This is an optimization exercise on Yosys and OpenROAD, whose aim is small area, not a production implementation. In this exercise RTL edits were held to simulation tests only and were not proved equivalent to the original.

==> flow/design.v (outline; a module is shown in full before it is edited, if it fits) <==
// module slice24: 1423 lines
module slice24 (
    input  wire        clk,
    input  wire        rst,
    input  wire        ce,
    input  wire [11:0] op,
    input  wire [23:0] a,
    input  wire [7:0]  ax,
    input  wire [23:0] b,
    input  wire [7:0]  bx,
    input  wire [23:0] ain,
    input  wire [63:0] acin,
    input  wire        mode,
    input  wire [5:0]  rshift,
    input  wire [2:0]  owid,
    input  wire [3:0]  normk,
    input  wire [15:0] acsmap,
    output reg  [47:0] r,
    output reg  [3:0]  dec,
    output reg         satf,
    output reg         illop,
    output reg  [23:0] aout,
    output wire [63:0] acc_out
);
  // ...
==> flow/run.sh <==
#!/bin/bash
# synth_recipe.tcl (not shown) runs the flow's synth.tcl, then flattens the netlist and writes it again
# the make line also repeats each setting of config.mk as NAME=value (left out here)
make -C /OpenROAD-flow-scripts/flow DESIGN_CONFIG=/design/flow/config.mk WORK_HOME=/design/flow/orfs CLKGATE_MAP_FILE= SYNTH_SCRIPT=/design/flow/synth_recipe.tcl finish
==> flow/config.mk <==
export PLATFORM = sky130hd
export DESIGN_NAME = slice24
export DESIGN_NICKNAME = slice24
export VERILOG_FILES = /design/flow/design.v
export SDC_FILE = /design/flow/constraint.sdc
export NUM_CORES = 4
export LEC_CHECK = 0
export ABC_AREA = 1
export CAP_MARGIN = 20
export CORE_MARGIN = 2
export CORE_UTILIZATION = 45
export CTS_BUF_LIST = sky130_fd_sc_hd__clkbuf_4
export GPL_TIMING_DRIVEN = 0
export SLEW_MARGIN = 20
==> flow/constraint.sdc <==
create_clock -name core_clock -period 22.0 [get_ports {clk}]
set_input_delay 4.4000 -clock core_clock [delete_from_list [all_inputs] [get_ports {clk}]]
set_output_delay 4.4000 -clock core_clock [all_outputs]
set_load 0.01 [all_outputs]
==> impl_metrics.yaml, run 1 <==
global_route:
  global_route.peak_usage_layer: "met2"
timing:
  fin_crit_sh_pct: 91.4
  final-setup-viol-count: 0
  period_needed_ns: 20.11
floorplan:
  floorplan.rows: 156
  die_area_mm2: 0.186
  fp.dieH_um: 431
layout:
  postLayoutCoreUtil_pct: 50.9
  synthToLayoutAreaGrowth_pct: 12.2
  largestClassByArea: "multi-input combinational cells"
  multi_input_logic_portion_of_the_cell_area_pct: 54.6
  fillerInstances: 18100
  post-route-cell-area_mm2: 0.0921
routing:
  met1_length_um: 153000
  drtPass1Iterations: 7
  dr_total_vias: 83700
clock_network:
  cts_resized: 0
  clk-insertion-delay-late_ns: 1.35
logic_synthesis:
  synth_xor_xnor_area_share_pct: 3.14
  total_nets_after_synthesis: 11700
  synthTopCellsByArea: "edfxtp_1, fa_1, nand2_1"
flow_run:
  timing.max_cap.violations: 0
hold_path:
  hold_path.startpoint: "s1_rnd"
critical_path:
  worst-r2r-setup-slack_ns: 1.89
  critical_path_required_ns: 23.07
  timing.critical_path.buf_inv: 20
outcome:
  status: "no timing/DRC/antenna violations"
==> inputs of run 2 (changes only) <==
--- a/flow/config.mk
+++ b/flow/config.mk
@@ -9,6 +9,8 @@
 export CAP_MARGIN = 20
 export CORE_MARGIN = 2
 export CORE_UTILIZATION = 45
-export CTS_BUF_LIST = sky130_fd_sc_hd__clkbuf_4
+export CTS_BUF_LIST = sky130_fd_sc_hd__clkbuf_16
+export CTS_CLUSTER_DIAMETER = 100
+export CTS_CLUSTER_SIZE = 30
 export GPL_TIMING_DRIVEN = 0
 export SLEW_MARGIN = 20
==> run 2 against run 1 <==
  * Clock-buffer cell count is 281 lower
  * Critical path type unchanged
  * Sequential cell count stayed put
  * Maximum frequency is 0.22% higher
  * Critical path depth is 1 lower
  * Clock skew is 0.14 ns lower
  * Final cell count is 2.4% lower
  * Critical endpoint unchanged
  * Worst hold slack better by 0.00090 ns
  * Still clean on timing, DRC and antenna
==> impl_metrics.yaml, run 2 <==
routing:
  dr_total_vias: 82400
  dr.first_iter.drc_count: 12600
  detail_route.vias_per_cell: 6.21
  drtPass1Iterations: 7
  detail_route.wirelength_um: 408000
  detail_route.wl_per_cell_um: 30.8
  antenna_violating_nets_post_route: 0
  detail_route.drc_violations: 0
logic_synthesis:
  synthTopCellsByArea: "edfxtp_1, fa_1, nand2_1"
  post_synth_instance_area_mm2: 0.0821
  avg_cell_area_syn_um2: 7.86
  postSynth.topFlopCell: "edfxtp_1"
  synth_seq_area_share_pct: 29.1
  synth.ff_latch_count: 865
  synth_cell_type_count: 66
  post_synth_edffs: 659
  post-synth-top-count-cell: "nand2_1"
  synth_top_cell_area_share_pct: 24.1
  synth.top_cells.by_count: "nand2_1, inv_1, o21ai_0"
  synth_top_area_cell: "edfxtp_1"
  post_synth_inst_count: 10400
  synth.yosys.warnings: 2
  ys_async_sr_fraction_pct: 0
  total_nets_after_synthesis: 11700
clock_network:
  clk-insertion-delay-late_ns: 0.73
  cts-hold-fix-buffers: 0
  clock_tree_root_buffer_cell: "clkbuf_16"
  clock_sink_count: 865
  tritoncts: "yes"
  htreeDepth: 2
  cts_resized: 0
  ctsLongestPathBuffers: 3
  cts_made_buffers: 42
  cts.reportedPaths.clkPinSlew_ns: 0.12
  postCtsSetupBuffers: 0
global_route:
  grt_max_degree: 96
  groute.usage.overall_pct: 42.8
  antenna_violations_before_repair: 49
  grt_first_pass_wirelength_um: 567000
  grt-ovfl-total: 0
  first_global_vias: 77100
place:
  detailedPlacementHpwl_um: 324000
  post_place_instance_area_mm2: 0.0890
  placer_congestion: 1.11
  dp_worst_setup_slack_ns: 2.21
  placement.io_buffers: 333
timing:
  final-max-slew-violation-count: 0
  fmaxAchievable_mhz: 49.8
  final-setup-viol-count: 0
  maxSlewHeadroom_pct: 12.7
  rsz_0062_raised_after_global_routing: "no"
  finalClockSkew_ns: 0.0503
  layout_setup_ws_ns: 1.93
  fin_crit_sh_pct: 91.2
  period_needed_ns: 20.07
  setup_total_negative_slack_ns: 0
  actual_slew_at_the_worst_max_slew_pin_ns: 1.31
  timing_hold_violations_final: 0
layout:
  layout_nets: 12100
  layout-drive-gt1-share_pct: 2.70
  post-route-cell-area_mm2: 0.0906
  synthToLayoutAreaGrowth_pct: 10.4
  layout_common_cells: "nand2_1, inv_1, o21ai_0, a21oi_1, edfxtp_1"
  largest_register_ffs: 512
  largest_registers: "cw (512), acc (64), s2_d (64)"
  register_with_the_highest_flop_count: "cw"
  layout_commonest_cell: "nand2_1"
hold_path:
  min_path_type: "flip-flop to flip-flop"
  hold-path-cell-count: 0
  worstHoldEndpoint: "s2_sat"
  hold_path.startpoint: "s1_sat"
critical_path:
  worstSetupPathType: "flip-flop to flip-flop"
  critical_path_required_ns: 22.59
  worst_path_most_repeated_cell: "fa_1"
  regToRegStartpoint: "s2_d[12]"
  timing.critical_path.buf_inv: 21
  critical_path.top_delay_family: "adder cells"
  crit_fanout: 10
  critical_path.slowest_cell: "o21ai_0"
  worst_setup_path_start_kind: "flip-flop"
  crit_path_max_incr_delay_ns: 0.72
  worst-endpoint-arrival_ns: 20.66
  r2r.worst_path.cells: 90
  cp-end-kind: "flip-flop"
  worst-r2r-setup-slack_ns: 1.93
  crit-reg2reg-capture: "acc[15]"
floorplan:
  fp.dieH_um: 431
  floorplan.initialDensity_pct: 45.4
  x_dimension_of_the_die_um: 431
  die_area_mm2: 0.186
  ioPinCount: 339
  floorplan.rows: 156
  core_area_mm2: 0.181
outcome:
  status: "no timing/DRC/antenna violations"
flow_run:
  timing.max_cap.violations: 0
run 2: changes by cell type in the layout (fill, tap and decap cells not counted), sizes merged:
cell | before | now
clkbuf | 811 | 530
clkinv | 101 | 48
inv | 1473 | 1486
diode | 40 | 29
buf | 131 | 132
bufinv | 1 | 0
run 2: worst max path at each step:
stage | startpoint | endpoint | slack [ns] | depth (start not counted)
final | s2_d[12] | acc[15] | 1.93 | 90
after global routing | s2_d[12] | acc[15] | 0.89 | 101
after CTS | s2_d[12] | acc[15] | 2.19 | 90
after detailed placement | s2_d[12] | acc[15] | 2.21 | 90
after global placement | s2_d[12] | acc[15] | 2.34 | 92
after floorplan | s2_d[12] | acc[63] | 5.42 | 97
run 2: through the flow:
stage	hold WS [ns]	instances	utilization [%]
floorplan	0.400	10400	-
global placement	0.403	13100	48.9
detailed placement	0.408	13200	49.2
CTS	0.433	13200	50.0
global route	0.446	13300	50.1
finish	0.430	13300	50.1
run 2: cells by family (layout without fill, tap and decap cells):
family,count (synthesis),count (layout),synth area share [%]
AND/OR/NAND/NOR,3095,3095,15.2
flip-flops,865,865,29.1
other,0,29,0
AO/OA/AOI/OAI,2981,2981,21.0
adder cells (fa/ha/maj),1058,1058,21.1
multiplexers,47,47,0.610
XOR/XNOR,294,294,3.14
buffers and inverters,2100,2528,9.77
run 2: metal layers:
metal  GRT usage [%]  routed length, um
met1            53.9             151000
met2            64.0             174000
met3            10.0              46200
met4            31.8              36600
met5               0                173
run 2: cell type report:
| type | instances | area, um2 |
|---|---|---|
| Antenna cell | 29 | 72.6 |
| Timing Repair Buffer | 353 | 3820 |
| Fill cell | 18000 | 90300 |
| Multi-Input combinational cell | 7475 | 50300 |
| Clock inverter | 32 | 418 |
| Sequential cell | 865 | 23900 |
| Buffer | 598 | 2390 |
| Clock buffer | 43 | 1080 |
| Tap cell | 2370 | 2970 |
| Inverter | 1502 | 5640 |
run 2: worst reg2reg max path: cells and delay by family, from the launching register on:
kind,cells,cell delay [ns]
compound gates,12,3.27
fa+ha+maj,31,11.01
simple gates,26,2.30
flops,1,0.55
buf+inv,21,2.82

[port drivers added, routing unchanged]
In the flow no input, the clock included, has a driving cell. The finished layouts below were timed again as built, in two steps. Step 1: set_driving_cell puts a clkbuf_16 on clk and a buf_2 on each other input, an assumption about the parent block. Step 2 moves the port delays by t, midway between the first and last clock arrival at a register: inputs arrive t later, outputs are due t later. That takes back most of the time a late clock gives input paths. Slacks: ideal / step 1 / step 2; pairs: ideal / step 1.
| run | t (ns) | slack for setup (ns) | cell pins on the clock port's net |
|---|---|---|---|
| run 1 | 1.349 | 1.886 / 1.886 / 1.886 | 1 |
| run 2 | 0.803 | 1.931 / 1.931 / 1.931 | 1 |
After both steps setup and hold are still met in every run listed.
